Context: an optimization exercise on an open-source flow, tuned for small area, a short achievable clock period and few clock cycles per item. The choices shown serve that exercise and are no tape-out recipe. RTL that was checked went through simulation tests only; none was proved equivalent to the original. For runs 2 and 3, only the layout was checked, not whether the RTL still works.

--- design/flow/config.mk ---
export PLATFORM = sky130hd
export DESIGN_NAME = aes_dp
export DESIGN_NICKNAME = aes_dp
export VERILOG_FILES = /design/flow/design.v
export SDC_FILE = /design/flow/constraint.sdc
export NUM_CORES = 8
export LEC_CHECK = 0
export CAP_MARGIN = 20
export CORE_MARGIN = 2
export CORE_UTILIZATION = 50
export PLACE_DENSITY = 0.6
export SLEW_MARGIN = 20
--- design/flow/constraint.sdc ---
create_clock -name core_clock -period 12.0 [get_ports {clk}]
set_input_delay 2.4000 -clock core_clock [delete_from_list [all_inputs] [get_ports {clk}]]
set_output_delay 2.4000 -clock core_clock [all_outputs]
set_load 0.01 [all_outputs]
--- design/flow/design.v ---
module aes_sb_mid (input wire [7:0] t, output wire [11:0] r);
  function automatic [1:0] m4(input [1:0] a, input [1:0] b);
    reg h; begin h = a[1] & b[1]; m4 = {((a[1] & b[0]) ^ (a[0] & b[1])) ^ h, (a[0] & b[0]) ^ h}; end
  endfunction
  function automatic [3:0] m16(input [3:0] a, input [3:0] b);
    reg [1:0] h, m, l; begin
      h = m4(a[3:2], b[3:2]); m = m4(a[3:2], b[1:0]) ^ m4(a[1:0], b[3:2]); l = m4(a[1:0], b[1:0]);
      m16 = {m ^ h, l ^ m4(h, 2'd3)};
    end
  endfunction
  function automatic [3:0] inv16(input [3:0] a);
    case (a)
      4'd0: inv16 = 4'd0;
      4'd1: inv16 = 4'd1;
      4'd2: inv16 = 4'd3;
      4'd3: inv16 = 4'd2;
      4'd4: inv16 = 4'd10;
      4'd5: inv16 = 4'd8;
      4'd6: inv16 = 4'd14;
      4'd7: inv16 = 4'd13;
      4'd8: inv16 = 4'd5;
      4'd9: inv16 = 4'd11;
      4'd10: inv16 = 4'd4;
      4'd11: inv16 = 4'd9;
      4'd12: inv16 = 4'd15;
      4'd13: inv16 = 4'd7;
      4'd14: inv16 = 4'd6;
      4'd15: inv16 = 4'd12;
    endcase
  endfunction
  function automatic [3:0] sqlam(input [3:0] a);
    case (a)
      4'd0: sqlam = 4'd0;
      4'd1: sqlam = 4'd8;
      4'd2: sqlam = 4'd4;
      4'd3: sqlam = 4'd12;
      4'd4: sqlam = 4'd13;
      4'd5: sqlam = 4'd5;
      4'd6: sqlam = 4'd9;
      4'd7: sqlam = 4'd1;
      4'd8: sqlam = 4'd11;
      4'd9: sqlam = 4'd3;
      4'd10: sqlam = 4'd15;
      4'd11: sqlam = 4'd7;
      4'd12: sqlam = 4'd6;
      4'd13: sqlam = 4'd14;
      4'd14: sqlam = 4'd2;
      4'd15: sqlam = 4'd10;
    endcase
  endfunction
  function automatic [3:0] sq(input [3:0] a);
    case (a)
      4'd0: sq = 4'd0;
      4'd1: sq = 4'd1;
      4'd2: sq = 4'd3;
      4'd3: sq = 4'd2;
      4'd4: sq = 4'd7;
      4'd5: sq = 4'd6;
      4'd6: sq = 4'd4;
      4'd7: sq = 4'd5;
      4'd8: sq = 4'd14;
      4'd9: sq = 4'd15;
      4'd10: sq = 4'd13;
      4'd11: sq = 4'd12;
      4'd12: sq = 4'd9;
      4'd13: sq = 4'd8;
      4'd14: sq = 4'd10;
      4'd15: sq = 4'd11;
    endcase
  endfunction
  wire [3:0] a1 = t[7:4], a0 = t[3:0];
  wire [3:0] d = sqlam(a1) ^ m16(a1, a0) ^ sq(a0);
  assign r = {a1, a0, inv16(d)};
endmodule
module aes_sb_mul (input wire [11:0] r, output wire [7:0] u);
  function automatic [1:0] m4(input [1:0] a, input [1:0] b);
    reg h; begin h = a[1] & b[1]; m4 = {((a[1] & b[0]) ^ (a[0] & b[1])) ^ h, (a[0] & b[0]) ^ h}; end
  endfunction
  function automatic [3:0] m16(input [3:0] a, input [3:0] b);
    reg [1:0] h, m, l; begin
      h = m4(a[3:2], b[3:2]); m = m4(a[3:2], b[1:0]) ^ m4(a[1:0], b[3:2]); l = m4(a[1:0], b[1:0]);
      m16 = {m ^ h, l ^ m4(h, 2'd3)};
    end
  endfunction
  assign u = {m16(r[11:8], r[3:0]), m16(r[11:8] ^ r[7:4], r[3:0])};
endmodule
module aes_sb_in (input wire [7:0] x, output wire [7:0] te, output wire [7:0] td);
  assign te[0] = x[0] ^ x[2] ^ x[5];
  assign te[1] = x[2] ^ x[4] ^ x[5] ^ x[6];
  assign te[2] = x[2] ^ x[3] ^ x[4] ^ x[5];
  assign te[3] = x[1] ^ x[2] ^ x[4];
  assign te[4] = x[1] ^ x[2] ^ x[3];
  assign te[5] = x[1] ^ x[4] ^ x[6] ^ x[7];
  assign te[6] = x[1] ^ x[2] ^ x[3] ^ x[4] ^ x[6] ^ x[7];
  assign te[7] = x[5] ^ x[7];
  assign td[0] = x[1] ^ x[5] ^ x[7];
  assign td[1] = ~(x[0] ^ x[2] ^ x[5] ^ x[6]);
  assign td[2] = ~(x[0] ^ x[3] ^ x[5] ^ x[6]);
  assign td[3] = ~(x[0] ^ x[4] ^ x[7]);
  assign td[4] = ~(x[1] ^ x[2] ^ x[3] ^ x[4] ^ x[5] ^ x[6] ^ x[7]);
  assign td[5] = x[3] ^ x[4] ^ x[5] ^ x[6];
  assign td[6] = ~(x[0] ^ x[1] ^ x[2] ^ x[3] ^ x[6] ^ x[7]);
  assign td[7] = x[1] ^ x[2] ^ x[6] ^ x[7];
endmodule
module aes_sb_ine (input wire [7:0] x, output wire [7:0] te);
  assign te[0] = x[0] ^ x[2] ^ x[5];
  assign te[1] = x[2] ^ x[4] ^ x[5] ^ x[6];
  assign te[2] = x[2] ^ x[3] ^ x[4] ^ x[5];
  assign te[3] = x[1] ^ x[2] ^ x[4];
  assign te[4] = x[1] ^ x[2] ^ x[3];
  assign te[5] = x[1] ^ x[4] ^ x[6] ^ x[7];
  assign te[6] = x[1] ^ x[2] ^ x[3] ^ x[4] ^ x[6] ^ x[7];
  assign te[7] = x[5] ^ x[7];
endmodule
module aes_sb_out (input wire [11:0] r, output wire [7:0] ye, output wire [7:0] yd);
  wire [7:0] u;
  aes_sb_mul u_mul (.r(r), .u(u));
  assign ye[0] = ~(u[0] ^ u[1] ^ u[7]);
  assign ye[1] = ~(u[0] ^ u[3] ^ u[4] ^ u[6]);
  assign ye[2] = u[0] ^ u[2] ^ u[6];
  assign ye[3] = u[0] ^ u[1] ^ u[6];
  assign ye[4] = u[0] ^ u[1] ^ u[2] ^ u[5] ^ u[7];
  assign ye[5] = ~(u[2] ^ u[4] ^ u[5] ^ u[6]);
  assign ye[6] = ~(u[4] ^ u[5] ^ u[7]);
  assign ye[7] = u[2] ^ u[3] ^ u[5];
  assign yd[0] = u[0] ^ u[2] ^ u[3] ^ u[4];
  assign yd[1] = u[4] ^ u[5] ^ u[6];
  assign yd[2] = u[1] ^ u[4] ^ u[6] ^ u[7];
  assign yd[3] = u[1] ^ u[4] ^ u[5] ^ u[7];
  assign yd[4] = u[1] ^ u[3] ^ u[5] ^ u[7];
  assign yd[5] = u[1] ^ u[2] ^ u[3] ^ u[6] ^ u[7];
  assign yd[6] = u[2] ^ u[4] ^ u[5] ^ u[7];
  assign yd[7] = u[1] ^ u[2] ^ u[3] ^ u[6];
endmodule
module aes_sb_oute (input wire [11:0] r, output wire [7:0] ye);
  wire [7:0] u;
  aes_sb_mul u_mul (.r(r), .u(u));
  assign ye[0] = ~(u[0] ^ u[1] ^ u[7]);
  assign ye[1] = ~(u[0] ^ u[3] ^ u[4] ^ u[6]);
  assign ye[2] = u[0] ^ u[2] ^ u[6];
  assign ye[3] = u[0] ^ u[1] ^ u[6];
  assign ye[4] = u[0] ^ u[1] ^ u[2] ^ u[5] ^ u[7];
  assign ye[5] = ~(u[2] ^ u[4] ^ u[5] ^ u[6]);
  assign ye[6] = ~(u[4] ^ u[5] ^ u[7]);
  assign ye[7] = u[2] ^ u[3] ^ u[5];
endmodule
module aes_dp (
  input  wire         clk,
  input  wire         rst,         
  input  wire         in_valid,
  output wire         in_ready,
  input  wire [1:0]   in_op,       
  input  wire         in_key256,   
  input  wire [255:0] in_key,
  input  wire [127:0] in_data,
  output reg          out_valid,
  output wire [127:0] out_data
);
  function automatic [7:0] xt(input [7:0] b);
    xt = {b[6:0], 1'b0} ^ (b[7] ? 8'h1b : 8'h00);
  endfunction
  function automatic [31:0] mix_col(input [31:0] c);
    reg [7:0] a0, a1, a2, a3;
    begin
      a0 = c[31:24]; a1 = c[23:16]; a2 = c[15:8]; a3 = c[7:0];
      mix_col[31:24] = xt(a0 ^ a1) ^ a1 ^ a2 ^ a3;
      mix_col[23:16] = xt(a1 ^ a2) ^ a2 ^ a3 ^ a0;
      mix_col[15:8]  = xt(a2 ^ a3) ^ a3 ^ a0 ^ a1;
      mix_col[7:0]   = xt(a3 ^ a0) ^ a0 ^ a1 ^ a2;
    end
  endfunction
  function automatic [31:0] pre_col(input [31:0] c);
    reg [7:0] a0, a1, a2, a3, u, v;
    begin
      a0 = c[31:24]; a1 = c[23:16]; a2 = c[15:8]; a3 = c[7:0];
      u = xt(xt(a0 ^ a2));
      v = xt(xt(a1 ^ a3));
      pre_col = {a0 ^ u, a1 ^ v, a2 ^ u, a3 ^ v};
    end
  endfunction
  function automatic [7:0] rcon_of(input [3:0] n);
    case (n)
      4'd1:  rcon_of = 8'h01;
      4'd2:  rcon_of = 8'h02;
      4'd3:  rcon_of = 8'h04;
      4'd4:  rcon_of = 8'h08;
      4'd5:  rcon_of = 8'h10;
      4'd6:  rcon_of = 8'h20;
      4'd7:  rcon_of = 8'h40;
      4'd8:  rcon_of = 8'h80;
      4'd9:  rcon_of = 8'h1b;
      4'd10: rcon_of = 8'h36;
      default: rcon_of = 8'h00;
    endcase
  endfunction
  function integer sr_src(input integer p);
    sr_src = (p % 4) + 4 * (((p / 4) + (p % 4)) % 4);
  endfunction
  function integer isr_src(input integer p);
    isr_src = (p % 4) + 4 * (((p / 4) - (p % 4) + 4) % 4);
  endfunction
  reg [127:0] ra, rout;      
  reg [191:0] rb;            
  reg [127:0] ka;            
  reg [255:0] ks, kw;
  reg [47:0]  kmid;          
  reg         grp;           
  reg [4:0]   gcnt;          
  reg         gdec;          
  reg         g256;          
  reg         s1;            
  reg         pk, pk_dec, pk_ra;    
  reg         kraw;          
  reg         kdir;          
  reg         k256;
  reg         kw_cur;        
  reg [3:0]   khp;           
  reg         kfwd;          
  reg         kw256;
  reg         kx_load, kx_swap, kx_cmt;
  reg         k1_go, k1_ks, k1_fwd, k1_cmt, k1_cdir;
  reg         k2_go, k2_fwd, k2_cmt, k2_cdir;
  reg [7:0]   k2_rcon;
  reg         a_act, a_byp, a_dec, a_first, a_last;
  reg         b_byp, b_dec, b_fin;
  reg         rdy;
  assign in_ready = rdy;
  assign out_data = rout;
  genvar g;
  wire [127:0] mc = {mix_col(ra[127:96]), mix_col(ra[95:64]), mix_col(ra[63:32]), mix_col(ra[31:0])};
  wire [127:0] xa = (a_first ? ra : mc) ^ ka;
  wire [127:0] te, td;
  wire [191:0] rb_d;
  generate
    for (g = 0; g < 16; g = g + 1) begin : g_sa
      aes_sb_in u_in (.x(xa[127-8*g -: 8]), .te(te[127-8*g -: 8]), .td(td[127-8*g -: 8]));
    end
    for (g = 0; g < 16; g = g + 1) begin : g_sm
      wire [7:0]  t = a_dec ? td[127-8*isr_src(g) -: 8] : te[127-8*sr_src(g) -: 8];
      wire [11:0] r;
      aes_sb_mid u_mid (.t(t), .r(r));
      assign rb_d[191-12*g -: 12] = a_byp ? {ra[127-8*g -: 8], 4'h0} : r;
    end
  endgenerate
  wire [127:0] ye, yd, rb_byp;
  generate
    for (g = 0; g < 16; g = g + 1) begin : g_sb
      aes_sb_out u_out (.r(rb[191-12*g -: 12]), .ye(ye[127-8*g -: 8]), .yd(yd[127-8*g -: 8]));
      assign rb_byp[127-8*g -: 8] = rb[191-12*g -: 8];
    end
  endgenerate
  wire [127:0] kb = kw[127:0];
  wire [127:0] qd = yd ^ kb;
  wire [127:0] y  = b_dec ? yd : ye;
  wire [127:0] pq = {pre_col(qd[127:96]), pre_col(qd[95:64]), pre_col(qd[63:32]), pre_col(qd[31:0])};
  wire [127:0] v  = b_dec ? pq : ye;
  function automatic [7:0] rcon_for(input [3:0] khp_i, input fwd, input aes256);
    reg [4:0] kh, t;
    begin
      kh = {1'b0, khp_i} - 5'd1;
      t  = fwd ? kh + 5'd2 : (aes256 ? kh : kh - 5'd1);
      rcon_for = !aes256 ? rcon_of(t[3:0]) : (t[0] ? 8'h00 : rcon_of({1'b0, t[3:1]}));
    end
  endfunction
  wire         k1_rot  = k1_ks || !kw256 || khp[0];
  wire         k1_tinx = !k1_fwd && !kw256;
  wire [127:0] k1_b    = k1_ks ? ks[127:0] : kw[127:0];
  wire [31:0]  k_tin   = k1_tinx ? (k1_b[31:0] ^ k1_b[63:32]) : k1_b[31:0];
  wire [31:0]  k_rin   = k1_rot ? {k_tin[23:0], k_tin[31:24]} : k_tin;
  wire [7:0]   k1_rcon = k1_ks ? rcon_for(4'd1, 1'b1, k256) : rcon_for(khp, k1_fwd, kw256);
  wire [47:0]  kmid_d;
  generate
    for (g = 0; g < 4; g = g + 1) begin : g_k1
      wire [7:0] kt;
      aes_sb_ine u_in (.x(k_rin[8*g +: 8]), .te(kt));
      aes_sb_mid u_mid (.t(kt), .r(kmid_d[12*g +: 12]));
    end
  endgenerate
  wire [31:0] k_sub;
  generate
    for (g = 0; g < 4; g = g + 1) begin : g_k2
      aes_sb_oute u_out (.r(kmid[12*g +: 12]), .ye(k_sub[8*g +: 8]));
    end
  endgenerate
  wire [31:0]  k_t    = k_sub ^ {k2_rcon, 24'h0};
  wire [127:0] kA = kw[255:128];
  wire [127:0] kB = kw[127:0];
  wire [127:0] k_base = kw256 ? kA : kB;
  wire [31:0]  b0 = k_base[127:96], b1 = k_base[95:64], b2 = k_base[63:32], b3 = k_base[31:0];
  wire [127:0] k_n = k2_fwd ? {b0 ^ k_t, b0 ^ b1 ^ k_t, b0 ^ b1 ^ b2 ^ k_t, b0 ^ b1 ^ b2 ^ b3 ^ k_t}
                            : {b0 ^ k_t, b1 ^ b0, b2 ^ b1, b3 ^ b2};
  wire         sw_cmt = kx_swap && kx_cmt && kw_cur;
  wire         k2c    = k2_go && k2_cmt && kw_cur;
  wire       acc     = in_valid & rdy;
  wire       acc_key = acc & (in_op == 2'd2);
  wire       acc_blk = acc & ~in_op[1];
  wire       acc_dec = in_op[0];
  wire [4:0] last    = g256 ? 5'd28 : 5'd20;
  wire [3:0] nr_k    = k256 ? 4'd14 : 4'd10;
  wire       kraw_s = kraw && !sw_cmt && !k2c;
  wire       kdir_s = sw_cmt ? kfwd : (k2c ? k2_cdir : kdir);
  reg        kw_cur_s, kfwd_s, kw256_s;
  reg  [3:0] khp_s;
  always @(*) begin
    kw_cur_s = kw_cur; khp_s = khp; kfwd_s = kfwd; kw256_s = kw256;
    if (kx_load) begin
      kw_cur_s = 1'b1;
      kw256_s  = k256;
      khp_s    = (!kraw && kdir) ? nr_k + 4'd1 : 4'd1;
      kfwd_s   = !kraw && !kdir;
    end else if (kx_swap) begin
      khp_s  = kfwd ? khp + 4'd1 : khp - 4'd1;
      kfwd_s = !kfwd;
    end else if (k2_go) begin
      khp_s  = k2_fwd ? khp + 4'd1 : khp - 4'd1;
    end
  end
  wire [3:0] nrw_s = kw256_s ? 4'd14 : 4'd10;
  reg        grp_n, gdec_n, g256_n, s1_n;
  reg [4:0]  gcnt_n, gcnt_c, last_n;
  reg        pk_n, pk_dec_n, pk_ra_n;
  reg        kx_load_n, kx_swap_n, kx_cmt_n;
  reg        k1_go_n, k1_ks_n, k1_fwd_n, k1_cmt_n;
  reg        cv_go, cv_load, cv_swap, cv_swcmt, cv_k1, cv_fwd, cv_k1cmt;
  reg        a_act_n, a_byp_n, a_dec_n, a_last_n;
  reg        rdy_n;
  reg        grp_c, s1_c, g_mid_n, x_join, x_start, p_start, start_n, start_dec;
  always @(*) begin
    cv_load = 1'b0; cv_swap = 1'b0; cv_swcmt = 1'b0; cv_k1 = 1'b0; cv_fwd = 1'b1; cv_k1cmt = 1'b0;
    cv_go = !k1_go && (kraw_s || (pk && (kdir_s != pk_dec)));
    if (!kw_cur_s) begin
      cv_load = 1'b1;
    end else if (!(pk && pk_dec)) begin
      if (kfwd_s) begin
        if (khp_s == 4'd0) begin cv_k1 = 1'b1; cv_k1cmt = 1'b1; end
        else cv_swap = 1'b1;
      end else if (khp_s > 4'd2) begin
        cv_k1 = 1'b1; cv_fwd = 1'b0;
      end else begin
        cv_swap = 1'b1; cv_swcmt = (khp_s == 4'd2);
      end
    end else begin
      if (kfwd_s) begin
        if (khp_s == nrw_s) begin cv_swap = 1'b1; cv_swcmt = 1'b1; end
        else cv_k1 = 1'b1;
      end else begin
        cv_swap = 1'b1;
      end
    end
  end
  always @(*) begin
    grp_c   = grp && (gcnt != last);
    gcnt_c  = gcnt + 5'd1;
    s1_c    = (gcnt == 5'd0) ? (acc_blk && (acc_dec == gdec)) : s1;
    g_mid_n = grp_c && (gcnt_c != last);
    x_join  = acc_blk && grp && (gcnt == 5'd0) && (acc_dec == gdec);
    x_start = acc_blk && !g_mid_n && !kraw_s && (kdir_s == acc_dec);
    p_start = pk && !pk_ra && !g_mid_n && !kraw_s && (kdir_s == pk_dec);
    start_n = x_start || p_start;
    start_dec = acc_blk ? acc_dec : pk_dec;
    pk_n = pk; pk_dec_n = pk_dec; pk_ra_n = !pk_ra;
    if (acc_blk && !x_join && !x_start) begin
      pk_n = 1'b1; pk_dec_n = acc_dec; pk_ra_n = 1'b1;
    end else if (p_start) begin
      pk_n = 1'b0;
    end
    if (start_n) begin
      grp_n = 1'b1; gcnt_n = 5'd0; gdec_n = start_dec; g256_n = k256; s1_n = 1'b0;
    end else begin
      grp_n = grp_c; gcnt_n = gcnt_c; gdec_n = gdec; g256_n = g256; s1_n = s1_c;
    end
    a_act_n = 1'b0; a_byp_n = pk_n && pk_ra_n; a_dec_n = gdec; a_last_n = 1'b0;
    if (start_n) begin
      a_act_n = 1'b1; a_dec_n = start_dec;
    end else if (g_mid_n) begin
      if (!gcnt_c[0]) begin
        a_act_n = 1'b1; a_last_n = (gcnt_c == last - 5'd2);
      end else if (s1_c) begin
        a_act_n = 1'b1; a_last_n = (gcnt_c == last - 5'd1);
      end
    end
    kx_load_n = 1'b0; kx_swap_n = 1'b0; kx_cmt_n = 1'b0;
    k1_go_n = 1'b0; k1_ks_n = 1'b0; k1_fwd_n = 1'b1; k1_cmt_n = 1'b0;
    if (start_n) begin
      kx_load_n = 1'b1;
      k1_go_n = !start_dec; k1_ks_n = 1'b1;
    end else if (g_mid_n) begin
      if (!gdec && !gcnt_c[0] && gcnt_c <= last - 5'd4) k1_go_n = 1'b1;
      if (gdec && gcnt_c[0] && gcnt_c <= last - 5'd3) begin k1_go_n = 1'b1; k1_fwd_n = 1'b0; end
    end else if (cv_go) begin
      kx_load_n = cv_load; kx_swap_n = cv_swap; kx_cmt_n = cv_swcmt;
      k1_go_n = cv_k1; k1_fwd_n = cv_fwd; k1_cmt_n = cv_k1cmt;
    end
    last_n = g256_n ? 5'd28 : 5'd20;
    rdy_n  = !pk_n && (!grp_n || (gcnt_n == last_n - 5'd1) || (gcnt_n == last_n) ||
                       (!gcnt_n[0] && !s1_n));
  end
  wire [127:0] ks_h_s = (sw_cmt || k2c) ? kB : ks[255:128];
  wire [127:0] kw_h_s = kx_load ? ks[255:128] : ((kx_swap || k2_go) ? kB : kA);
  wire         ka_ks  = !g_mid_n;
  wire         ka_0   = gdec && (gcnt_c != 5'd1);
  always @(posedge clk) begin
    rb   <= rb_d;
    ra   <= rdy ? in_data : (b_byp ? rb_byp : v);
    ka   <= ka_ks ? ks_h_s : (ka_0 ? 128'h0 : kw_h_s);
    rout <= y ^ kb;
    kmid <= kmid_d;
    if (kx_load)      kw <= ks;
    else if (kx_swap) kw <= {kB, kA};
    else if (k2_go)   kw <= {kB, k_n};
    if (acc_key)     ks <= in_key;
    else if (sw_cmt) ks <= {kB, kA};
    else if (k2c)    ks <= {kB, k_n};
    k2_rcon <= k1_rcon;
    k2_fwd  <= k1_fwd;
    if (rst) begin
      grp <= 1'b0; gcnt <= 5'd0; gdec <= 1'b0; g256 <= 1'b0; s1 <= 1'b0;
      pk <= 1'b0; pk_dec <= 1'b0; pk_ra <= 1'b0;
      kraw <= 1'b0; kdir <= 1'b0; k256 <= 1'b0;
      kw_cur <= 1'b0; khp <= 4'd0; kfwd <= 1'b0; kw256 <= 1'b0;
      kx_load <= 1'b0; kx_swap <= 1'b0; kx_cmt <= 1'b0;
      k1_go <= 1'b0; k1_ks <= 1'b0; k1_fwd <= 1'b0; k1_cmt <= 1'b0; k1_cdir <= 1'b0;
      k2_go <= 1'b0; k2_cmt <= 1'b0; k2_cdir <= 1'b0;
      a_act <= 1'b0; a_byp <= 1'b0; a_dec <= 1'b0; a_first <= 1'b0; a_last <= 1'b0;
      b_byp <= 1'b0; b_dec <= 1'b0; b_fin <= 1'b0;
      rdy <= 1'b1;
      out_valid <= 1'b0;
    end else begin
      grp <= grp_n; gcnt <= gcnt_n; gdec <= gdec_n; g256 <= g256_n; s1 <= s1_n;
      pk <= pk_n; pk_dec <= pk_dec_n; pk_ra <= pk_ra_n;
      if (acc_key) begin
        kraw <= !in_key256; kdir <= 1'b0; k256 <= in_key256;
      end else begin
        kraw <= kraw_s; kdir <= kdir_s;
      end
      kw_cur <= kw_cur_s && !acc_key; khp <= khp_s; kfwd <= kfwd_s; kw256 <= kw256_s;
      kx_load <= kx_load_n; kx_swap <= kx_swap_n; kx_cmt <= kx_cmt_n;
      k1_go <= k1_go_n; k1_ks <= k1_ks_n; k1_fwd <= k1_fwd_n; k1_cmt <= k1_cmt_n;
      k1_cdir <= pk && pk_dec;
      k2_go <= k1_go; k2_cmt <= k1_cmt; k2_cdir <= k1_cdir;
      a_act <= a_act_n; a_byp <= a_byp_n; a_dec <= a_dec_n;
      a_first <= !g_mid_n || (gcnt_c == 5'd1); a_last <= a_last_n;
      b_byp <= a_byp; b_dec <= a_dec; b_fin <= a_act && a_last;
      rdy <= rdy_n;
      out_valid <= b_fin;
    end
  end
endmodule
--- design/flow/run.sh ---
#!/bin/bash
# synth_recipe.tcl (not shown) runs the flow's synth.tcl, then flattens the netlist and writes it again
# the make line also repeats each setting of config.mk as NAME=value (left out here)
make -C /OpenROAD-flow-scripts/flow DESIGN_CONFIG=/design/flow/config.mk WORK_HOME=/design/flow/orfs CLKGATE_MAP_FILE= SYNTH_SCRIPT=/design/flow/synth_recipe.tcl finish
==> results.toml, run 1 <==
[run_status]
status = "no timing/DRC/antenna violations"

[drt]
drc = 0
drt-vias-per-instance = 6.06
num_vias = 86700
dr.pass1.iters = 6
drt_wl_total_mm = 423
drtIter0Drc = 11200
wire_per_inst_um = 29.6
drtAntennaViolNets = 0

[grt]
grt_pass1_vias = 80500
grt_pass1_wl_mm = 591
antenna_found_initial = 36
grt_usage_pct = 39.9
grt_max_degree = 186
overflow = 0

[timing]
setup_viol = 0
rsz0062_at_grt = "false"
fmax_ghz = 0.165
final_max_slew_viol_count = 0
tightest_slew_ns = 1.32
fin_ws_ns = 5.95
relSlewSlack_pct = 9.99
tns_ns = 0
min_period_ns = 6.05
finClkSkew_ns = 0.0345
hold_viol_final = 0
period_share_pct = 50.4

[cts]
cts_buffers = 146
clk_pin_slew_ns = 0.05
cts-resized-gates = 0
cts_tree = "yes"
root_buffer = "clkbuf_16"
clock_sinks = 1187
htree_num_levels = 4
worst_skew_pair.late_latency_ns = 0.84
clk_path_buf_depth = 3
cts_setup_buffers = 0
hold_buffers = 0

[cells_and_area]
regArea_mm2 = 0.0289
multi_input_area_mm2 = 0.0681
final_common_cell = "nand2_1"
fill_cells = 18200
area_growth_pct = 11.9
mostFrequentLayoutCells = "nand2_1, xnor2_1, xor2_1"
fin_nets = 12000
drive_gt1_share_pct = 8.02

[synth]
syn_area_mm2 = 0.101
async_flop_share_pct = 0
synth_seq_cells = 1187
ys_warn_count = 3
synth.yosys.seq_area_share_pct = 28.7
syn_inst = 11500
synthDistinctLibCells = 102
synth_edf_count = 512
syn_nets = 11900
avgSynthCellArea_um2 = 8.76
ys.flop_type = "dfxtp_1"

[critical_path]
critPathMaxFanout = 59
worst_r2r_path_depth = 15
end_kind = "flip-flop"
worstPathArrival_ns = 6.76
cp.required_ns = 12.71
criticalPathCategory = "reg -> reg"
critical_path.startpoint_type = "flip-flop"
cp_slowest_stage_delay_ns = 0.74
crit_chain = "buf_4 > clkinv_1 > buf_4 > nor3_1 > buf_4 > o21ai_0 > o21ai_1 > xnor2_1 > xnor2_1 > xor2_1 > inv_1 > a21boi_0 > xor2_1 > xor2_1 > mux4_2"
critPathSlowestCell = "buf_4"

[floorplanning]
start_util_pct = 50.4
die_h_um = 453
die_x_um = 453
fp.coreArea_mm2 = 0.200
rows = 164
io_pins = 520
dieArea_mm2 = 0.205

[placement]
dp_hpwl_mm = 327
dp_slack_ns = 5.94
gp_congestion = 1.02
place.port_buffers = 519

[hold_path]
hold_depth = 2
hold_class = "reg -> reg"

[run]
cap_violations = 0
cell families after synthesis:
family                   count (synthesis)  synth area share (%)
buffers and inverters                  973                  3.86
flip-flops                            1187                  28.7
AO/OA/AOI/OAI                         2315                  13.1
AND/OR/NAND/NOR                       2978                  12.3
adder cells (fa/ha/maj)                 49                 0.599
multiplexers                           950                  9.93
XOR/XNOR                              3046                  31.5
worst paths after layout:
| check | slack (ns) | to | startpoint |
|---|---|---|---|
| max | 5.95 | kmid[0]$_DFF_P_ | kw256$_SDFF_PP0_ |
| min | 0.42 | b_fin$_SDFF_PP0_ | a_last$_SDFF_PP0_ |
| max reg2reg | 5.95 | kmid[0]$_DFF_P_ | kw256$_SDFF_PP0_ |
| min reg2reg | 0.42 | b_fin$_SDFF_PP0_ | a_last$_SDFF_PP0_ |
cell type report:
class                           instances  share of cell area [%]
Multi-Input combinational cell       9338                    60.4
Inverter                              135                   0.458
Sequential cell                      1187                    25.7
Clock inverter                         68                   0.708
Timing Repair Buffer                  717                    6.05
Antenna cell                           14                  0.0311
Tap cell                             2656                    2.95
Clock buffer                          200                    3.72
layer usage:
layer / vias up / GRT usage [%] / wire length, um
met5: - / 0 / 88
met4: 14 / 23.1 / 28700
met3: 775 / 6.91 / 41200
met2: 4554 / 59.4 / 182000
met1: 42500 / 54.3 / 172000
li1: 38900 / - / -
through the flow:
step / instance area [um2] / util [%] / instances / hold WS [ns]
final: 113000 / 56.3 / 14300 / 0.420
after global routing: 113000 / 56.3 / 14300 / 0.449
after CTS: 113000 / 56.3 / 14300 / 0.420
after detailed placement: 108000 / 53.8 / 14000 / 0.412
after global placement: 108000 / 53.8 / 14000 / 0.400
after floorplan: 101000 / - / 11500 / 0.384
Yosys cell counts (15+ instances only):
cell	count	area share (%)
nor3b_1	66	0.49
nor3_1	81	0.40
a2bb2oi_1	22	0.19
and2_1	23	0.14
o21ai_0	780	3.9
o21a_1	23	0.17
xnor2_2	72	1.2
clkbuf_1	585	2.2
a211o_1	18	0.16
a21oi_1	819	4.1
xor2_1	1043	9.1
nand3b_1	15	0.11
xor3_1	66	1.6
nor2_1	688	2.6
or3_1	25	0.16
xor2_2	48	0.78
inv_1	129	0.48
xnor2_1	1591	14
o22ai_1	157	0.97
a211oi_1	39	0.29
dfxtp_1	675	13
buf_2	119	0.59
o211ai_1	49	0.37
nor2b_1	74	0.46
ha_1	44	0.55
nand2b_1	84	0.52
o21ai_1	56	0.28
a22oi_1	99	0.74
buf_1	110	0.41
mux2i_1	667	6.6
edfxtp_1	512	15
xnor3_1	210	4.7
a31oi_1	61	0.38
mux2_2	261	2.9
nand3_1	52	0.26
nand2_1	1805	6.7
a21o_1	72	0.54
worst max-delay path, delay by kind of cell, from the launching register on:
family                    cells  cell delay [ns]
DFF                           1             0.69
xor gates and xnor gates      5             1.85
and+or+nand+nor               1             0.16
buffers and inverters         5             1.90
muxes                         1             0.57
AOI/OAI and AO/OA             3             0.72
registers in the layout, summed over array words and instances, names as in the netlist, 4 cells and up:
signal	count
ks	256
kw	256
rb	192
ka	128
ra	128
rout	128
kmid	48
k2_rcon	8
gcnt	5
khp	4
Testbench counts, summed over its fixed seeds: cycles 24,681, blocks 1,732.
==> run 2, diff against run 1 <==
--- a/design/flow/design.v
+++ b/design/flow/design.v
@@ -211,4 +211,5 @@
   reg         s1;            
   reg         pk, pk_dec, pk_ra;    
+  reg         pk_ev;         
   reg         kraw;          
   reg         kdir;          
@@ -222,6 +223,7 @@
   reg         k2_go, k2_fwd, k2_cmt, k2_cdir;
   reg [7:0]   k2_rcon;
-  reg         a_act, a_byp, a_dec, a_first, a_last;
-  reg         b_byp, b_dec, b_fin;
+  reg         a_act, a_park, a_dec, a_first, a_last;
+  reg         k1_rot, k1_tinx;
+  reg         b_dec, b_fin;
   reg         rdy;
   assign in_ready = rdy;
@@ -237,15 +239,13 @@
     end
     for (g = 0; g < 16; g = g + 1) begin : g_sm
-      wire [7:0]  t = a_dec ? td[127-8*isr_src(g) -: 8] : te[127-8*sr_src(g) -: 8];
-      wire [11:0] r;
-      aes_sb_mid u_mid (.t(t), .r(r));
-      assign rb_d[191-12*g -: 12] = a_byp ? {ra[127-8*g -: 8], 4'h0} : r;
+      wire [7:0]  t_d = (a_park && (g % 4 != 0)) ? td[127-8*g -: 8] : td[127-8*isr_src(g) -: 8];
+      wire [7:0]  t   = a_dec ? t_d : te[127-8*sr_src(g) -: 8];
+      aes_sb_mid u_mid (.t(t), .r(rb_d[191-12*g -: 12]));
     end
   endgenerate
-  wire [127:0] ye, yd, rb_byp;
+  wire [127:0] ye, yd;
   generate
     for (g = 0; g < 16; g = g + 1) begin : g_sb
       aes_sb_out u_out (.r(rb[191-12*g -: 12]), .ye(ye[127-8*g -: 8]), .yd(yd[127-8*g -: 8]));
-      assign rb_byp[127-8*g -: 8] = rb[191-12*g -: 8];
     end
   endgenerate
@@ -263,6 +263,4 @@
     end
   endfunction
-  wire         k1_rot  = k1_ks || !kw256 || khp[0];
-  wire         k1_tinx = !k1_fwd && !kw256;
   wire [127:0] k1_b    = k1_ks ? ks[127:0] : kw[127:0];
   wire [31:0]  k_tin   = k1_tinx ? (k1_b[31:0] ^ k1_b[63:32]) : k1_b[31:0];
@@ -319,9 +317,9 @@
   reg        grp_n, gdec_n, g256_n, s1_n;
   reg [4:0]  gcnt_n, gcnt_c, last_n;
-  reg        pk_n, pk_dec_n, pk_ra_n;
+  reg        pk_n, pk_dec_n, pk_ra_n, pk_ev_n;
   reg        kx_load_n, kx_swap_n, kx_cmt_n;
   reg        k1_go_n, k1_ks_n, k1_fwd_n, k1_cmt_n;
   reg        cv_go, cv_load, cv_swap, cv_swcmt, cv_k1, cv_fwd, cv_k1cmt;
-  reg        a_act_n, a_byp_n, a_dec_n, a_last_n;
+  reg        a_act_n, a_park_n, a_dec_n, a_last_n;
   reg        rdy_n;
   reg        grp_c, s1_c, g_mid_n, x_join, x_start, p_start, start_n, start_dec;
@@ -356,10 +354,10 @@
     x_join  = acc_blk && grp && (gcnt == 5'd0) && (acc_dec == gdec);
     x_start = acc_blk && !g_mid_n && !kraw_s && (kdir_s == acc_dec);
-    p_start = pk && !pk_ra && !g_mid_n && !kraw_s && (kdir_s == pk_dec);
+    p_start = pk && !pk_ra && !pk_ev && !g_mid_n && !kraw_s && (kdir_s == pk_dec);
     start_n = x_start || p_start;
     start_dec = acc_blk ? acc_dec : pk_dec;
-    pk_n = pk; pk_dec_n = pk_dec; pk_ra_n = !pk_ra;
+    pk_n = pk; pk_dec_n = pk_dec; pk_ra_n = !pk_ra; pk_ev_n = pk_ra ? pk_ev : !pk_ev;
     if (acc_blk && !x_join && !x_start) begin
-      pk_n = 1'b1; pk_dec_n = acc_dec; pk_ra_n = 1'b1;
+      pk_n = 1'b1; pk_dec_n = acc_dec; pk_ra_n = 1'b1; pk_ev_n = 1'b1;
     end else if (p_start) begin
       pk_n = 1'b0;
@@ -370,5 +368,5 @@
       grp_n = grp_c; gcnt_n = gcnt_c; gdec_n = gdec; g256_n = g256; s1_n = s1_c;
     end
-    a_act_n = 1'b0; a_byp_n = pk_n && pk_ra_n; a_dec_n = gdec; a_last_n = 1'b0;
+    a_act_n = 1'b0; a_park_n = pk_n && pk_ra_n; a_dec_n = gdec || a_park_n; a_last_n = 1'b0;
     if (start_n) begin
       a_act_n = 1'b1; a_dec_n = start_dec;
@@ -402,6 +400,6 @@
   always @(posedge clk) begin
     rb   <= rb_d;
-    ra   <= rdy ? in_data : (b_byp ? rb_byp : v);
-    ka   <= ka_ks ? ks_h_s : (ka_0 ? 128'h0 : kw_h_s);
+    ra   <= rdy ? in_data : v;
+    ka   <= a_park_n ? 128'h0 : (ka_ks ? ks_h_s : (ka_0 ? 128'h0 : kw_h_s));
     rout <= y ^ kb;
     kmid <= kmid_d;
@@ -416,5 +414,5 @@
     if (rst) begin
       grp <= 1'b0; gcnt <= 5'd0; gdec <= 1'b0; g256 <= 1'b0; s1 <= 1'b0;
-      pk <= 1'b0; pk_dec <= 1'b0; pk_ra <= 1'b0;
+      pk <= 1'b0; pk_dec <= 1'b0; pk_ra <= 1'b0; pk_ev <= 1'b0;
       kraw <= 1'b0; kdir <= 1'b0; k256 <= 1'b0;
       kw_cur <= 1'b0; khp <= 4'd0; kfwd <= 1'b0; kw256 <= 1'b0;
@@ -422,11 +420,12 @@
       k1_go <= 1'b0; k1_ks <= 1'b0; k1_fwd <= 1'b0; k1_cmt <= 1'b0; k1_cdir <= 1'b0;
       k2_go <= 1'b0; k2_cmt <= 1'b0; k2_cdir <= 1'b0;
-      a_act <= 1'b0; a_byp <= 1'b0; a_dec <= 1'b0; a_first <= 1'b0; a_last <= 1'b0;
-      b_byp <= 1'b0; b_dec <= 1'b0; b_fin <= 1'b0;
+      a_act <= 1'b0; a_park <= 1'b0; a_dec <= 1'b0; a_first <= 1'b0; a_last <= 1'b0;
+      k1_rot <= 1'b0; k1_tinx <= 1'b0;
+      b_dec <= 1'b0; b_fin <= 1'b0;
       rdy <= 1'b1;
       out_valid <= 1'b0;
     end else begin
       grp <= grp_n; gcnt <= gcnt_n; gdec <= gdec_n; g256 <= g256_n; s1 <= s1_n;
-      pk <= pk_n; pk_dec <= pk_dec_n; pk_ra <= pk_ra_n;
+      pk <= pk_n; pk_dec <= pk_dec_n; pk_ra <= pk_ra_n; pk_ev <= pk_ev_n;
       if (acc_key) begin
         kraw <= !in_key256; kdir <= 1'b0; k256 <= in_key256;
@@ -439,7 +438,9 @@
       k1_cdir <= pk && pk_dec;
       k2_go <= k1_go; k2_cmt <= k1_cmt; k2_cdir <= k1_cdir;
-      a_act <= a_act_n; a_byp <= a_byp_n; a_dec <= a_dec_n;
-      a_first <= !g_mid_n || (gcnt_c == 5'd1); a_last <= a_last_n;
-      b_byp <= a_byp; b_dec <= a_dec; b_fin <= a_act && a_last;
+      a_act <= a_act_n; a_park <= a_park_n; a_dec <= a_dec_n;
+      a_first <= !g_mid_n || (gcnt_c == 5'd1) || a_park_n; a_last <= a_last_n;
+      k1_rot  <= k1_ks_n || !kw256_s || khp_s[0];
+      k1_tinx <= !k1_fwd_n && !kw256_s;
+      b_dec <= a_dec && !a_park; b_fin <= a_act && a_last;
       rdy <= rdy_n;
       out_valid <= b_fin;
==> design/flow/flow/run.sh (new file) <==
#!/bin/bash
# The standard layout (the standard.sh: standard synthesis, floorplan,
# placement, CTS, routing) with repair_timing asked to keep a larger setup
# margin, so that it sizes and buffers the longest paths further.
set -euo pipefail
bash standard.sh SETUP_SLACK_MARGIN=7.5 finish > standard.log 2>&1
==> design/flow/standard.sh (new file) <==
#!/bin/bash
# synth_recipe.tcl (not shown) runs the flow's synth.tcl, then flattens the netlist and writes it again
# the make line also repeats each setting of config.mk as NAME=value (left out here)
make -C /OpenROAD-flow-scripts/flow DESIGN_CONFIG=/design/flow/config.mk WORK_HOME=/design/flow/orfs CLKGATE_MAP_FILE= SYNTH_SCRIPT=/design/flow/synth_recipe.tcl "${@:-finish}"
--- a/design/flow/config.mk
+++ b/design/flow/config.mk
@@ -8,5 +8,5 @@
 export CAP_MARGIN = 20
 export CORE_MARGIN = 2
-export CORE_UTILIZATION = 50
-export PLACE_DENSITY = 0.6
+export CORE_UTILIZATION = 65
+export PLACE_DENSITY = 0.72
 export SLEW_MARGIN = 20
removed: design/flow/run.sh
==> run 2 against run 1 <==
Synthesized cell count is 0.56% lower. Highest routed layer unchanged. Worst hold slack worse by 0.0025 ns. Clock skew is 0.0025 ns higher. Final area is 4.9% higher. Clock-buffer cell count is 13 lower. Still clean on timing, DRC and antenna. Largest cell class unchanged. Setup slack better by 1.4 ns.
==> results.toml, run 2 <==
[cts]
clock_sinks = 1190
htree_num_levels = 4
hold_buffers = 0
root_buffer = "clkbuf_16"
worst_skew_pair.late_latency_ns = 0.82
clk_pin_slew_ns = 0.06
cts_tree = "yes"
clk_path_buf_depth = 3
cts_buffers = 140

[cells_and_area]
final_common_cell = "nand2_1"
fin_nets = 12300
mostFrequentLayoutCells = "nand2_1, xnor2_1, o21ai_0"
largest_registers = "ks x256, kw x256, rb x192"
instances_no_fill = 14000
area_growth_pct = 20.7
drive_gt1_share_pct = 15.6

[timing]
min_period_ns = 4.66
final_max_slew_viol_count = 0
tns_ns = 0
setup_viol = 0
finClkSkew_ns = 0.0370
tightest_slew_ns = 1.34
period_share_pct = 38.8
rsz0062_at_grt = "true"
fin_ws_ns = 7.34
relSlewSlack_pct = 11.0
hold_viol_final = 0
hold_slack_ns = 0.417
fmax_ghz = 0.215

[synth]
async_flop_share_pct = 0
ys.flop_type = "dfxtp_1"
ys_warn_count = 3
yosys-top-cells-area = "xnor2_1, edfxtp_1, dfxtp_1, xor2_1, nand2_1"
synth.yosys.seq_area_share_pct = 29.5
avgSynthCellArea_um2 = 8.57
syn_nets = 11900
yosys-top-cells-count = "xnor2_1, nand2_1, xor2_1, o21ai_0, a21oi_1"
syn_area_mm2 = 0.0980
synth_seq_cells = 1190
synthDistinctLibCells = 101
synth_top_area_share_pct = 16.0
syn_inst = 11400
yosysTopAreaCell = "xnor2_1"
synth.most_common_cell = "xnor2_1"
synth_edf_count = 512

[critical_path]
worst_r2r_path_depth = 16
r2r-end = "rb[168]$_DFF_P_"
reg2reg_slack_ns = 7.34
critPathMaxFanout = 5
worstPathArrival_ns = 5.32
end_kind = "flip-flop"
criticalPathCategory = "reg -> reg"
critical_path.startpoint = "ra[110]$_DFF_P_"
r2r-start = "ra[110]$_DFF_P_"
cp.required_ns = 12.66
critical_path.startpoint_type = "flip-flop"
crit_end = "rb[168]$_DFF_P_"

[grt]
grt_usage_pct = 48.4
grt_pass1_vias = 84100
overflow = 0
grt_max_degree = 252
antenna_found_initial = 33
grt_pass1_wl_mm = 549

[placement]
dp_hpwl_mm = 283
dp_slack_ns = 5.89
dp_cells = 13400
gp_congestion = 1.06
place.port_buffers = 519

[floorplanning]
dieArea_mm2 = 0.154
die_x_um = 392
start_util_pct = 65.4
fp.coreArea_mm2 = 0.150
rows = 142
io_pins = 520
die_h_um = 392

[drt]
routed.top_layer = "met5"
drtIter0Drc = 14200
drt_wl_total_mm = 396
wl_met1_mm = 133
drt-vias-per-instance = 6.50
dr_wl_met3_mm = 60.5
drc = 0
wire_per_inst_um = 28.2
dr.pass1.iters = 9
met2WireLength_mm = 164
drtAntennaViolNets = 0
num_vias = 91100

[hold_path]
min-delay-start = "a_last$_SDFF_PP0_"
hold_depth = 2
hold_class = "reg -> reg"

[run_status]
status = "no timing/DRC/antenna violations"

[run]
cap_violations = 0
==> run 2: changes by cell type after synthesis, sizes merged, moves of 78 or more <==
| cell | before | now |
|---|---|---|
| o22ai | 157 | 27 |
| inv | 133 | 308 |
| buf | 246 | 125 |
| mux2 | 261 | 183 |
| o21ai | 841 | 953 |
| nor2 | 688 | 818 |
| mux2i | 684 | 551 |
| xnor2 | 1674 | 1816 |
| nand2 | 1806 | 1641 |
| xor2 | 1092 | 937 |
==> run 2: timing repair <==
item,4_1_cts,5_1_grt
setup buffers,163,216
endpoints found under the setup margin,445,316
cloned,4,4
pin swaps,82,138
resized for setup,511,555
==> run 2: area by class of cell <==
cell class                 count  area [um2]
antenna                       11        27.5
sequential                  1190       29200
inverter                     316        1220
timing repair buffer        1047        9710
tap                         2016        2520
multi-input combinational   9191       71000
fill                        9968       31500
clock inverter                59         693
clock buffer                 187        3880
==> run 2: how the worst min path moves through the flow <==
stage	end	slack (ns)
after global routing	k2_cmt$_SDFF_PP0_	0.46
after detailed placement	b_fin$_SDFF_PP0_	0.41
after global placement	b_fin$_SDFF_PP0_	0.41
final	b_fin$_SDFF_PP0_	0.42
after floorplan	b_fin$_SDFF_PP0_	0.40
after CTS	b_fin$_SDFF_PP0_	0.42
==> run 2: logic make-up after synthesis <==
family / share of synthesized area (%)
buf+inv: 4.18
simple gates: 12.7
fa+ha+maj: 0.597
mux: 7.89
xor+xnor: 30.8
flops: 29.5
compound gates: 14.2
==> run 2: metal layers <==
layer	vias to the layer above	track usage [%]
met3	1709	18.2
met5	-	0.223
met4	30	35.1
met2	6856	69.7
li1	39400	-
met1	43100	59.0
==> run 2: through the flow <==
stage / area [um2] / util (%)
3_5_place_dp: 104000 / 69.5
3_3_place_gp: 104000 / 69.5
6_report: 118000 / 79.0
5_1_grt: 118000 / 78.9
2_1_floorplan: 98000 / -
4_1_cts: 113000 / 75.6
==> run 2: critical path, stage by stage, from the launching register on <==
cell      delay (ns)
dfxtp_2         0.44
xnor3_1         0.46
xor2_1          0.17
o21ai_1         0.35
xnor2_2         0.22
xor3_1          0.52
xnor2_1         0.34
mux2i_1         0.17
a21o_2          0.29
or4_1           0.50
nand3_1         0.15
xnor2_2         0.18
inv_1           0.13
ha_1            0.22
and2_1          0.14
mux2i_1         0.14
o211ai_1        0.11
==> run 3, diff against run 2 <==
--- a/design/flow/config.mk
+++ b/design/flow/config.mk
@@ -8,5 +8,5 @@
 export CAP_MARGIN = 20
 export CORE_MARGIN = 2
-export CORE_UTILIZATION = 65
-export PLACE_DENSITY = 0.72
+export CORE_UTILIZATION = 50
+export PLACE_DENSITY = 0.6
 export SLEW_MARGIN = 20
==> run 3 against run 2 <==
Register-to-register slack hardly changed. Die area is 30% higher. Critical endpoint is now rb[60]$_DFF_P_. Critical path type unchanged. Area after synthesis stayed put. Final cell count is 4.7% higher. Final area is 0.94% higher. Clock skew is 0.0026 ns higher.
==> results.toml, run 3 <==
[timing]
tightest_slew_ns = 1.19
min_period_ns = 4.65
hold_viol_final = 0
tns_ns = 0
fin_ws_ns = 7.35
setup_viol = 0
period_share_pct = 38.8
finClkSkew_ns = 0.0395
relSlewSlack_pct = 18.2
fmax_ghz = 0.215
rsz0062_at_grt = "true"
final_max_slew_viol_count = 0

[critical_path]
crit_end = "rb[60]$_DFF_P_"
critical_path.startpoint = "ra[121]$_DFF_P_"
cp_slowest_stage_delay_ns = 0.64
reg2reg_slack_ns = 7.35
critical_path.startpoint_type = "flip-flop"
crit_chain = "xnor3_1 > xnor3_1 > mux2i_2 > xnor2_2 > buf_6 > xor2_4 > buf_6 > xnor3_2 > nor2_2 > or4_4 > and4b_1 > a211oi_2 > xor2_1 > buf_4 > and3_4 > or4_1"
critPathSlowestCell = "or4_4"
criticalPathCategory = "reg -> reg"
worst_r2r_path_depth = 16
cp.required_ns = 12.70
critPathMaxFanout = 7
r2r-start = "ra[121]$_DFF_P_"
worstPathArrival_ns = 5.35
end_kind = "flip-flop"
r2r-end = "rb[60]$_DFF_P_"

[drt]
drt-vias-per-instance = 6.00
drt_wl_total_mm = 422
drc = 0
wire_per_inst_um = 28.8
drtIter0Drc = 10600
dr.pass1.iters = 9
drtAntennaViolNets = 0
num_vias = 88000

[grt]
grt_pass1_vias = 81200
overflow = 0
antenna_found_initial = 29
grt_pass1_wl_mm = 585
grt_max_degree = 229
grt_usage_pct = 40.7

[cts]
clk_pin_slew_ns = 0.06
root_buffer = "clkbuf_16"
worst_skew_pair.late_latency_ns = 0.84
clk_path_buf_depth = 3
clock_sinks = 1190
cts_tree = "yes"
cts_buffers = 149
hold_buffers = 0
htree_num_levels = 4

[floorplanning]
rows = 162
die_h_um = 447
start_util_pct = 50.3
die_x_um = 447
io_pins = 520
dieArea_mm2 = 0.200
fp.coreArea_mm2 = 0.195

[synth]
yosys-top-cells-count = "xnor2_1, nand2_1, xor2_1, o21ai_0, a21oi_1"
yosysTopAreaCell = "xnor2_1"
synthDistinctLibCells = 101
synth_edf_count = 512
synth_top_area_share_pct = 16.0
avgSynthCellArea_um2 = 8.57
syn_inst = 11400
synth.most_common_cell = "xnor2_1"
ys_warn_count = 3
synth.yosys.seq_area_share_pct = 29.5
syn_area_mm2 = 0.0980
synth_seq_cells = 1190
ys.flop_type = "dfxtp_1"
async_flop_share_pct = 0
syn_nets = 11900
yosys-top-cells-area = "xnor2_1, edfxtp_1, dfxtp_1, xor2_1, nand2_1"

[cells_and_area]
instances_no_fill = 14700
final_common_cell = "nand2_1"
drive_gt1_share_pct = 15.6
fill_cells = 16800
mostFrequentLayoutCells = "nand2_1, xnor2_1, o21ai_0"
multi_input_area_mm2 = 0.0706
regArea_mm2 = 0.0292
fin_nets = 12300
largest_registers = "ks x256, kw x256, rb x192"
area_growth_pct = 21.8

[placement]
dp_slack_ns = 5.44
dp_cells = 14000
place.port_buffers = 519
dp_hpwl_mm = 316
gp_congestion = 1.03

[run_status]
status = "no timing/DRC/antenna violations"

[run]
cap_violations = 0

[hold_path]
hold_class = "reg -> reg"
## run 3: cell counts after synthesis
No cell type changed its count.
## run 3: final cells by class
class | instances | area share, %
Antenna cell | 13 | 0.0273
Clock buffer | 205 | 3.58
Clock inverter | 68 | 0.646
Inverter | 316 | 1.02
Multi-Input combinational cell | 9196 | 59.2
Sequential cell | 1190 | 24.5
Tap cell | 2624 | 2.75
Timing Repair Buffer | 1058 | 8.33
## run 3: worst min path at each step
stage / start / endpoint / slack (ns) / cells after the start
3_5_place_dp: a_last$_SDFF_PP0_ / b_fin$_SDFF_PP0_ / 0.42 / 2
6_report: a_last$_SDFF_PP0_ / b_fin$_SDFF_PP0_ / 0.43 / 2
5_1_grt: a_act$_SDFF_PP0_ / b_fin$_SDFF_PP0_ / 0.44 / 2
3_3_place_gp: a_last$_SDFF_PP0_ / b_fin$_SDFF_PP0_ / 0.42 / 2
4_1_cts: a_act$_SDFF_PP0_ / b_fin$_SDFF_PP0_ / 0.43 / 2
2_1_floorplan: a_last$_SDFF_PP0_ / b_fin$_SDFF_PP0_ / 0.40 / 2
## run 3: stage by stage
step,utilization (%),hold slack (ns),area (um2)
3_3_place_gp,53.8,0.416,105000
5_1_grt,61.3,0.439,119000
2_1_floorplan,-,0.395,98000
3_5_place_dp,53.9,0.418,105000
4_1_cts,59.1,0.432,115000
6_report,61.3,0.427,119000
## run 3: kinds of logic (layout without fill, tap and decap cells)
group                      count (synthesis)  after routing  synth area share, %
AOI/OAI and AO/OA                       2408           2408                 14.2
other                                      0             13                    0
buffers and inverters                   1055           1647                 4.18
adders and majority gates                 47             47                0.597
muxes                                    740            740                 7.89
DFF                                     1190           1190                 29.5
and+or+nand+nor                         2992           2998                 12.7
xor gates and xnor gates                3002           3003                 30.8
## run 3: worst max-delay path: cells and delay by family, from the launching register on
family	cells	cell delay (ns)
AND/OR/NAND/NOR	5	1.59
AO/OA/AOI/OAI	1	0.29
multiplexers	1	0.23
buffers and inverters	3	0.44
XOR/XNOR	6	1.59
flip-flops	1	0.35
## run 3: what timing repair did
item | in CTS | in global routing
pin swaps | 106 | 139
cloned | 6 | 2
gates resized for setup | 552 | 449
setup buffers | 192 | 204
setup endpoints to repair | 488 | 321
## run 3: per-layer routing
metal / track usage (%) / vias to the layer above / share of wire, %
li1: - / 39500 / -
met1: 52.9 / 42700 / 38
met2: 60.5 / 4731 / 43
met3: 9.57 / 987 / 11
met4: 26.6 / 18 / 7.8
met5: 0 / - / 0.027

-- separate check: timing with driven ports --
The flow's constraints put no driver on any port. The routed layouts listed below were extracted and timed again, unchanged, in two steps. Step 1, drivers: a clkbuf_16 drives clk and a buf_2 each remaining input, both assumed. Step 2 moves the port delays by t, midway between the first and last clock arrival at a register: inputs arrive t later, outputs are due t later. That takes back most of the time a late clock gives input paths. a / b / c = ideal / step 1 / step 2; a / b = the first two.
| run | t, ns | setup slack, ns | worst setup path at the end | slew at the worst register clock pin (ns) |
|---|---|---|---|---|
| run 1 | 0.919 | 5.950 / 5.950 / 5.948 | input to register | 0.07 / 0.07 |
| run 2 | 0.887 | 7.342 / 7.342 / 6.666 | input to register | 0.07 / 0.07 |
| run 3 | 0.920 | 7.348 / 7.348 / 6.732 | input to register | 0.07 / 0.07 |
After both steps every run listed still meets setup and hold. For run 2, which loses most, drivers alone change the setup slack by 0.000 ns; drivers and shift together by -0.676 ns.
